This is an optimization exercise on Yosys and OpenROAD, whose aim is small area, a short achievable clock period and few clock cycles, not a production implementation.
RTL that was checked went through simulation tests only; none was proved equivalent to the original.
Power figures rest on the tool's default switching activity, not on a simulated workload.

== run A ==
// qsc_decoder
module qsc_decoder (
    input  wire        clk,
    input  wire        rst,
    input  wire        cmd_valid,
    output wire        cmd_ready,
    input  wire [5:0]  cmd_width_m1,
    input  wire [5:0]  cmd_lines_m1,
    input  wire        cmd_hist_reset,
    input  wire [14:0] cmd_nbytes,
    input  wire [7:0]  cmd_fill,
    input  wire        in_valid,
    output wire        in_ready,
    input  wire [7:0]  in_data,
    output wire        out_valid,
    input  wire        out_ready,
    output wire [7:0]  out_pix,
    output wire        done,
    output wire [2:0]  status
);
For scale: roughly 4100 cells after synthesis, roughly 1100 flip-flops, ~64 I/O pins, about 0.052 mm2 of cells after synthesis.
make LEC_CHECK=0 CAP_MARGIN=0 CORE_MARGIN=2 CORE_UTILIZATION=40 CTS_CLUSTER_DIAMETER=80 CTS_CLUSTER_SIZE=24 SETUP_SLACK_MARGIN=5 SLEW_MARGIN=0 finish   # period 12.0 ns
run.sh (not shown) runs the stock make flow with config.mk's settings and CLKGATE_MAP_FILE= SYNTH_SCRIPT=/design/flow/synth_recipe.tcl, a recipe that flattens the netlist after the stock synthesis.
Testbench counts of run A, summed over its fixed seeds: cycles 146,447.
diff inputs: run A => run B
Settings: a change of CAP_MARGIN from 0 to 20; a change of SLEW_MARGIN from 0 to 20.
- Changes observed in run B relative to run A: design area held steady, final cell utilization of the core held steady, power share of the clock group held steady.
Setup changes, run B to run C
Settings: TNS_END_PERCENT: unset -> 30.
Run C: all stages complete, timing, DRC and antenna checks passed. The number of non-clock buffers was comparable across run C and run B. Run C and run B ended up with roughly the same wire length. Compared with run B, run C shows maximum vdd ir drop that has gone down slightly. [diff] worst slew margin relative to its limit, run C relative to run B: improvement. The synthesis-to-finish area growth was comparable across run C and run B. Power per standard cell area: run B vs run C, no meaningful difference. Looking at worst setup slack across run C and run B, the one that comes out lower is run C. ~same final instance area in run C and run B. There was hardly any difference in power between run B and run C. Status: core utilization of the finished layout parity (run C, run B).
Edits applied to the flow inputs when going from run C to run D:
Settings: TNS_END_PERCENT: 30 -> unset; PLACE_DENSITY: unset -> 0.75.
- Going from run C to run D, logic gate share of total power shrinks by 0.6 points.
- Run D vs run C — clock power climbed by a few percent
- Of run C and run D, run D shows the lower routed wire length, with run C above it.
- The sequential share of layout area was comparable across run C and run D.
- Of the two candidates, run C has the better total power and run D the worse one.
- [compare] base=run C new=run D: clock latency at the later pin of the worst-skew pair neither gained nor lost much; number of signal-net inverters in the final layout now sits higher.

--- another note on this design; it stands on its own ---

==> violet: inputs <==
Design qsc_decoder, start of the top module:
module qsc_decoder (
    input  wire        clk,
    input  wire        rst,
    input  wire        cmd_valid,
    output wire        cmd_ready,
    input  wire [5:0]  cmd_width_m1,
    input  wire [5:0]  cmd_lines_m1,
    input  wire        cmd_hist_reset,
    input  wire [14:0] cmd_nbytes,
    input  wire [7:0]  cmd_fill,
    input  wire        in_valid,
    output wire        in_ready,
    input  wire [7:0]  in_data,
    output wire        out_valid,
    input  wire        out_ready,
    output wire [7:0]  out_pix,
    output wire        done,
    output wire [2:0]  status
);
make LEC_CHECK=0 CAP_MARGIN=20 CORE_MARGIN=2 CORE_UTILIZATION=40 CTS_BUF_LIST=sky130_fd_sc_hd__clkbuf_8 CTS_CLUSTER_DIAMETER=50 CTS_CLUSTER_SIZE=14 SETUP_SLACK_MARGIN=5 SLEW_MARGIN=20 finish   # period 12.0 ns
run.sh (not shown) runs the stock make flow with config.mk's settings and CLKGATE_MAP_FILE= SYNTH_SCRIPT=/design/flow/synth_recipe.tcl, a recipe that flattens the netlist after the stock synthesis.
==> delta: changes against violet <==
--- a/flow/design.v
+++ b/flow/design.v
@@ -255,17 +255,15 @@
     wire go    = (state == S_DEC) && out_free && !done_pend &&
                  (in_fill || (at_top ? (u_ok && (!comb || r_ok)) : r_ok));
     wire fail  = top_run ? (u_short || u_syntax) : dec_reg ? (r_short || r_syntax) : 1'b0;
     wire [2:0] fail_stat = (top_run ? u_short : r_short) ? ST_SHORT : ST_SYNTAX;
     wire no_pix = top_run && !rbit && (rem == 15'd0) && !u_short;
     wire emit  = go && !no_pix;
     wire [7:0] value = dec_reg ? pix : a_r;
-    wire pre   = in_fill && (run_left == 6'd1) && !run_is_rem && !last_j &&
-                 !rbit && (rem == 15'd0) && (jr != 4'd0) && (nbits >= need_run);
-    wire [5:0] len = in_fill ? (pre ? need_run : 6'd0) : top_run ? need_run : len_r;
+    wire [5:0] len = in_fill ? 6'd0 : top_run ? need_run : len_r;
     wire last_j    = (j == w_m1);
     wire last_line = (ln == l_m1);
     wire [5:0] dsel = w_m1 - 6'd1;
     wire [7:0] in32 = r0;
     wire [7:0] in16 = dsel[5] ? s32[31] : in32;
     wire [7:0] in8  = dsel[4] ? s16[15] : in16;
     wire [7:0] in4  = dsel[3] ? s8[7]   : in8;
@@ -352,19 +350,14 @@
                     bb         <= bbm << ulen;
                     nbits      <= nb_n;
                     in_ready_r <= (bl_n != 15'd0) && (!ib_n || nb_n <= 6'd32);
                     if (go) begin
                         if (in_fill) begin
                             run_left <= run_left - 6'd1;
                             if (run_left == 6'd1 && run_is_rem) after_run <= 1'b1;
-                            if (pre) begin
-                                in_run    <= 1'b0;
-                                after_run <= 1'b1;
-                                ri        <= ri - 5'd1;
-                            end
                         end else if (top_run) begin
                             if (rbit) begin
                                 in_run     <= 1'b1;
                                 run_is_rem <= 1'b0;
                                 run_left   <= chunk_cnt[5:0] - 6'd1;
                                 if (full && ri != 5'd31) ri <= ri + 5'd1;
                             end else begin
- CTS_BUF_LIST: sky130_fd_sc_hd__clkbuf_8 -> sky130_fd_sc_hd__clkbuf_8 sky130_fd_sc_hd__clkbuf_16
- CTS_CLUSTER_DIAMETER: 50 -> 60
- CTS_CLUSTER_SIZE: 14 -> 30
==> run notes <==
	violet	delta
Detailed Place HPWL	84400 um	85200 um
Power Combinational	2480 uW	2410 uW
Post-synthesis cell count	4126	4091
First-pass GRT wire length	205000 um	205000 um
Crit path DAT	7.77 ns	7.32 ns
Post-Synth Adder-Cell Area	0.0484	0.0483
Part of the Yosys area used for sequential elements	0.623	0.625
Setup clock skew after layout	0.0982 ns	0.0510 ns
Drt initial violations	3742	3964
Final weighted congestion of routability-driven global placement	0.924	0.961
Clock network fraction of total power	0.266	0.317
Worst-Skew Late Latency	0.87 ns	0.73 ns
HP Start	s32[1][1]	s2[0][0]
Number of buffers created by CTS	112	89
Status	no timing/DRC/antenna violations	no timing/DRC/antenna violations
Testbench counts of delta, summed over its fixed seeds: cycles 146,447.
The RTL of violet was laid out without a check of its function.

## afterwards: timing with drivers on the ports
The results above use ideal ports. As a check the final layouts listed here were re-extracted and re-timed, cells and wires unchanged.
Step 1 sets driving cells, clkbuf_16 on the clock port and buf_2 on the other inputs (assumed; they add their load-dependent delay and slew).
Step 2 times the ports against the registers' clock, not the clock port: input delays grow and output delays shrink by t, the midpoint of the rising clock arrivals with the driver on.
Three values: ideal, step 1, step 2; two values: the first two.
run	t (ns)	setup WS [ns]	worst data-port slew with drivers (ns)
run A	0.764	5.220 / 5.220 / 5.220	0.12
run B	0.762	5.254 / 5.254 / 5.254	0.13
run C	0.762	5.234 / 5.234 / 5.222	0.13
run D	0.754	5.287 / 5.287 / 5.287	0.15
violet	0.897	4.835 / 4.835 / 4.593	0.06
delta	0.787	5.225 / 5.225 / 5.225	0.12
After both steps setup and hold are still met in every run listed. For violet, which loses most, drivers alone change the setup slack by 0.000 ns; drivers and shift together by -0.242 ns.
